Background: an optimization exercise with open tools, aiming at small area, a short achievable clock period and few clock cycles. Do not read the settings as production practice.
In this exercise RTL edits were held to simulation tests only and were not proved equivalent to the original.

== trial 93 ==
==> flow/design.v (excerpt) <==
module rs_dec (
    input  wire       clk,
    input  wire       rst,           
    input  wire       in_valid,
    output wire       in_ready,
    input  wire [9:0] in_sym,
    output reg        err_valid,
    output reg  [9:0] err_pos,       
    output reg  [9:0] err_val,       
    output reg        done_valid,
    output reg        done_uncorr,
    output reg  [4:0] done_nerr
);
    localparam N_SYM = 544;
    localparam T2    = 30;
    localparam T     = 15;
    function [9:0] gf_mul(input [9:0] a, input [9:0] b);
        integer k;
        reg [9:0] p, s;
        begin
            p = 10'd0;
            s = a;
            for (k = 0; k < 10; k = k + 1) begin
                if (b[k]) p = p ^ s;
                s = {s[8:0], 1'b0} ^ (s[9] ? 10'h009 : 10'h000);
            end
            gf_mul = p;
        end
    endfunction
    function [9:0] alpha_pow(input integer e);
        integer k;
        reg [9:0] v;
        begin
            v = 10'd1;
            for (k = 0; k < e; k = k + 1)
                v = {v[8:0], 1'b0} ^ (v[9] ? 10'h009 : 10'h000);
            alpha_pow = v;
        end
    endfunction
    function [4:0] g32_mul(input [4:0] a, input [4:0] b);
        integer k;
        reg [4:0] p, s;
        begin
            p = 5'd0;
            s = a;
            for (k = 0; k < 5; k = k + 1) begin
                if (b[k]) p = p ^ s;
  ...
For scale: ~6,500 cells after synthesis, about 1,500 flip-flops, ~74,000 sq um of cells after synthesis.
==> flow/config.mk <==
export PLATFORM = sky130hd
export DESIGN_NAME = rs_dec
export DESIGN_NICKNAME = rs_dec
export VERILOG_FILES = /design/flow/design.v
export SDC_FILE = /design/flow/constraint.sdc
export NUM_CORES = 8
export LEC_CHECK = 0
export CAP_MARGIN = 20
export CORE_MARGIN = 2
export CORE_UTILIZATION = 40
export SLEW_MARGIN = 20
==> flow/constraint.sdc <==
create_clock -name core_clock -period 12.0 [get_ports {clk}]
set_input_delay 2.4000 -clock core_clock [delete_from_list [all_inputs] [get_ports {clk}]]
set_output_delay 2.4000 -clock core_clock [all_outputs]
set_load 0.01 [all_outputs]
standard.sh (not shown) runs the stock make flow with config.mk's settings and CLKGATE_MAP_FILE= SYNTH_SCRIPT=/design/flow/synth_recipe.tcl, a recipe that flattens the netlist after the stock synthesis.
==> flow/flow/run.sh <==
#!/bin/bash
# Standard ORFS layout (the standard.sh, unchanged synthesis), with
# repair_timing asked for extra setup margin, larger clock-tree clusters and
# a denser core.
bash standard.sh SETUP_SLACK_MARGIN=8.7 CTS_CLUSTER_SIZE=22 CTS_CLUSTER_DIAMETER=60 CORE_UTILIZATION=65 finish > standard.log 2>&1
Trial 93 completed; timing, DRC and antenna clean
Testbench counts of trial 93, summed over its fixed seeds: cycles 108,530.
> inputs changed (trial 93 -> build 55)
- an added ABC_AREA of 1
==> flow/flow/run.sh <==
#!/bin/bash
# Standard ORFS layout (the standard.sh, unchanged synthesis), with
# repair_timing asked for extra setup margin, larger clock-tree clusters and
# a denser core.
bash standard.sh SETUP_SLACK_MARGIN=8.5 CTS_CLUSTER_SIZE=22 CTS_CLUSTER_DIAMETER=60 CORE_UTILIZATION=65 finish > standard.log 2>&1
## What came out
Going from trial 93 to build 55, filler-free cell count of the finished design shows an increase of 1,986; maximum number of pins on one net before global-route repair shrank by 10%. Wire length of the first global-routing pass: build 55 vs trial 93 up about 5%.

---

rs_dec again, from the RTL that the note above started with.
export LEC_CHECK = 0
export CAP_MARGIN = 20
export CORE_MARGIN = 2
export CORE_UTILIZATION = 40
export SLEW_MARGIN = 20
create_clock -name core_clock -period 12.0 [get_ports {clk}]
==> flow/flow/run.sh <==
#!/bin/bash
# Standard ORFS layout (the standard.sh, unchanged synthesis), with
# repair_timing asked for extra setup margin, larger clock-tree clusters and
# a denser core.
bash standard.sh SETUP_SLACK_MARGIN=8.5 CTS_CLUSTER_SIZE=22 CTS_CLUSTER_DIAMETER=60 CORE_UTILIZATION=65 finish > standard.log 2>&1
The first run ran to the end with no violations.
Testbench counts at the start, summed over its fixed seeds: cycles 108,530.
Next try:
==> flow/flow/run.sh (replaced) <==
#!/bin/bash
# Standard ORFS layout (the standard.sh, unchanged synthesis), with
# repair_timing asked for extra setup margin, larger clock-tree clusters and
# a denser core.
bash standard.sh SETUP_SLACK_MARGIN=8.5 CTS_CLUSTER_SIZE=22 CTS_CLUSTER_DIAMETER=60 CORE_UTILIZATION=80 PLACE_DENSITY=0.85 finish > standard.log 2>&1
The new run finished with timing, DRC and antenna clean.
Clock-buffer cell count fell by 14.
Core utilization goes up by 15 points.
Routed wire length rises by 2.7%.
Die area came out lower by 19%.

---

## exp/fjord
rs_dec again, from the RTL that the note above started with.
clock: 12.0 ns
lec_check: 0
cap_margin: 20
core_margin: 2
core_utilization: 40
slew_margin: 20
==> flow/flow/run.sh <==
#!/bin/bash
# Standard ORFS layout (the standard.sh, unchanged synthesis), with
# repair_timing asked for extra setup margin, larger clock-tree clusters and
# a denser core.
bash standard.sh SETUP_SLACK_MARGIN=8.3 CTS_CLUSTER_SIZE=22 CTS_CLUSTER_DIAMETER=60 CORE_UTILIZATION=65 finish > standard.log 2>&1
exp/fjord reached the final stage; the timing, design-rule and antenna checks on its layout passed.
Testbench counts of exp/fjord, summed over its fixed seeds: cycles 108,530.
Input-level comparison between exp/amber and exp/fjord:
==> flow/flow/run.sh <==
#!/bin/bash
# Standard ORFS layout (the standard.sh, unchanged synthesis), with
# repair_timing asked for extra setup margin and larger clock-tree clusters.
bash standard.sh SETUP_SLACK_MARGIN=8.5 CTS_CLUSTER_SIZE=30 CTS_CLUSTER_DIAMETER=50 finish > standard.log 2>&1
In exp/amber, the count of instances resized after the clock tree is built came out 44% above the value in exp/fjord. Routed wire in exp/amber totals more than in exp/fjord. Worst setup slack in exp/amber is 30 ps lower than in exp/fjord. exp/fjord and exp/amber ended up with roughly the same critical path depth. From exp/fjord to exp/amber, area after synthesis did not move at all. | area used by sequential logic in the layout | exp/amber vs exp/fjord | ≈ equal |. Going from exp/fjord to exp/amber, clock skew now sits higher, via count fell by about 0.7%.
The following lists how exp/garnet was set up differently from exp/amber:
-- flow/flow/run.sh --
<<< exp/amber, line 4
bash standard.sh SETUP_SLACK_MARGIN=8.5 CTS_CLUSTER_SIZE=30 CTS_CLUSTER_DIAMETER=50 finish > standard.log 2>&1
>>> exp/garnet, line 4
bash standard.sh SETUP_SLACK_MARGIN=8.5 CTS_CLUSTER_SIZE=22 CTS_CLUSTER_DIAMETER=60 finish > standard.log 2>&1
==> run summary <==
exp/amber → exp/garnet: total number of cells along the worst setup path stayed essentially flat, count of clock-buffer cells in the layout moved down, non-clock buffer count in the final layout shows an increase of 8. Diff exp/garnet and exp/amber: setup slack lower in exp/amber.

---

== build 43 ==
rs_dec again, from the RTL that the note above started with.
==> flow/design.v (excerpt) <==
module rs_dec (
    input  wire       clk,
    input  wire       rst,           
    input  wire       in_valid,
    output wire       in_ready,
    input  wire [9:0] in_sym,
    output reg        err_valid,
    output reg  [9:0] err_pos,       
    output reg  [9:0] err_val,       
    output reg        done_valid,
    output reg        done_uncorr,
    output reg  [4:0] done_nerr
);
    localparam N_SYM = 544;
    localparam T2    = 30;
    localparam T     = 15;
    function [9:0] gf_mul(input [9:0] a, input [9:0] b);
        integer k;
        reg [9:0] p, s;
        begin
            p = 10'd0;
            s = a;
            for (k = 0; k < 10; k = k + 1) begin
                if (b[k]) p = p ^ s;
                s = {s[8:0], 1'b0} ^ (s[9] ? 10'h009 : 10'h000);
            end
            gf_mul = p;
        end
    endfunction
    function [9:0] alpha_pow(input integer e);
        integer k;
        reg [9:0] v;
        begin
            v = 10'd1;
            for (k = 0; k < e; k = k + 1)
                v = {v[8:0], 1'b0} ^ (v[9] ? 10'h009 : 10'h000);
            alpha_pow = v;
        end
    endfunction
    function [4:0] g32_mul(input [4:0] a, input [4:0] b);
        integer k;
        reg [4:0] p, s;
        begin
            p = 5'd0;
            s = a;
            for (k = 0; k < 5; k = k + 1) begin
                if (b[k]) p = p ^ s;
                s = {s[3:0], 1'b0} ^ (s[4] ? 5'h05 : 5'h00);
            end
            g32_mul = p;
        end
    endfunction
    function [4:0] g32_sq(input [4:0] a);
        g32_sq = g32_mul(a, a);
    endfunction
    function [4:0] g32_inv(input [4:0] a);
        case (a)
            5'd0:  g32_inv = 5'd0;   5'd1:  g32_inv = 5'd1;
            5'd2:  g32_inv = 5'd18;  5'd3:  g32_inv = 5'd28;
            5'd4:  g32_inv = 5'd9;   5'd5:  g32_inv = 5'd23;
            5'd6:  g32_inv = 5'd14;  5'd7:  g32_inv = 5'd12;
            5'd8:  g32_inv = 5'd22;  5'd9:  g32_inv = 5'd4;
            5'd10: g32_inv = 5'd25;  5'd11: g32_inv = 5'd16;
            5'd12: g32_inv = 5'd7;   5'd13: g32_inv = 5'd15;
            5'd14: g32_inv = 5'd6;   5'd15: g32_inv = 5'd13;
  ...
clock: 12.0 ns
lec_check: 0
cap_margin: 0
core_margin: 2
core_utilization: 40
slew_margin: 0
==> flow/flow/run.sh <==
#!/bin/bash
# Standard ORFS layout (the standard.sh, unchanged synthesis), with
# repair_timing asked for extra setup margin, larger clock-tree clusters and
# a denser core.
bash standard.sh SETUP_SLACK_MARGIN=8.5 CTS_CLUSTER_SIZE=22 CTS_CLUSTER_DIAMETER=60 CORE_UTILIZATION=65 finish > standard.log 2>&1
No stage failed in build 43, and the final checks on the layout all came back clean.
Testbench counts of build 43, summed over its fixed seeds: cycles 108,530.
### build 43 -> build 17
Settings: changing SLEW_MARGIN from 0 to 20; changing CAP_MARGIN from 0 to 20.
==> flow/flow/run.sh <==
#!/bin/bash
# Standard ORFS layout (the standard.sh, unchanged synthesis), with
# repair_timing asked for extra setup margin, larger clock-tree clusters and
# a denser core.
bash standard.sh SETUP_SLACK_MARGIN=8.5 CTS_CLUSTER_SIZE=22 CTS_CLUSTER_DIAMETER=60 CORE_UTILIZATION=75 PLACE_DENSITY=0.8 finish > standard.log 2>&1
Notes after the runs:
- Cmp build 17 and build 43 / clock network contribution to total cell area / higher: build 43
- Number of logic inverters in the finished layout ended up about 1.1% higher on build 17 than on build 43.
- Compared with build 43, placement density in the core of build 17 is higher.
- Between build 17 and build 43, the total number of multi-input combinational cells figures differ only marginally.
- Worst setup slack before clock tree synthesis ends up lower on build 43.
- Comparing build 17 and build 43, the higher post-layout instance count excluding filler cells is on build 43.
- Final cell area: build 17 below build 43
- In build 17, wire length is lower than in build 43.

-- afterwards: timing with drivers on the ports --
In the flow no input, the clock included, has a driving cell. The finished layouts below were timed again as built, in two steps.
Step 1 assumes that a clkbuf_16 drives the clock port and a buf_2 every other input.
Step 2, shift: input delay + t, output delay - t, t = (earliest + latest rising clock arrival at the registers) / 2. This alone moves slack from input paths to output paths.
Three values: ideal ports, drivers, drivers and shift; two values: the first two.
run | t (ns) | slack for setup (ns) | hold WS [ns]
trial 93 | 0.804 | 8.416 / 8.336 / 7.963 | 0.330 / 0.330 / 0.330
build 55 | 0.826 | 8.384 / 8.299 / 7.833 | 0.333 / 0.333 / 0.333
the first run of note 2 | 0.803 | 8.426 / 8.349 / 7.830 | 0.319 / 0.319 / 0.319
the second run of note 2 | 0.801 | 8.415 / 8.333 / 7.895 | 0.333 / 0.333 / 0.333
exp/fjord | 0.812 | 8.335 / 8.253 / 7.583 | 0.330 / 0.330 / 0.330
exp/amber | 0.899 | 8.305 / 8.219 / 7.663 | 0.309 / 0.309 / 0.309
exp/garnet | 0.871 | 8.317 / 8.230 / 7.693 | 0.342 / 0.342 / 0.342
build 43 | 0.803 | 8.425 / 8.347 / 7.821 | 0.320 / 0.320 / 0.320
build 17 | 0.799 | 8.418 / 8.339 / 7.850 | 0.326 / 0.326 / 0.326
After both steps every run listed still meets setup and hold. The setup slack of exp/fjord, which loses most, moves by -0.082 ns with the drivers and by -0.752 ns with both steps.
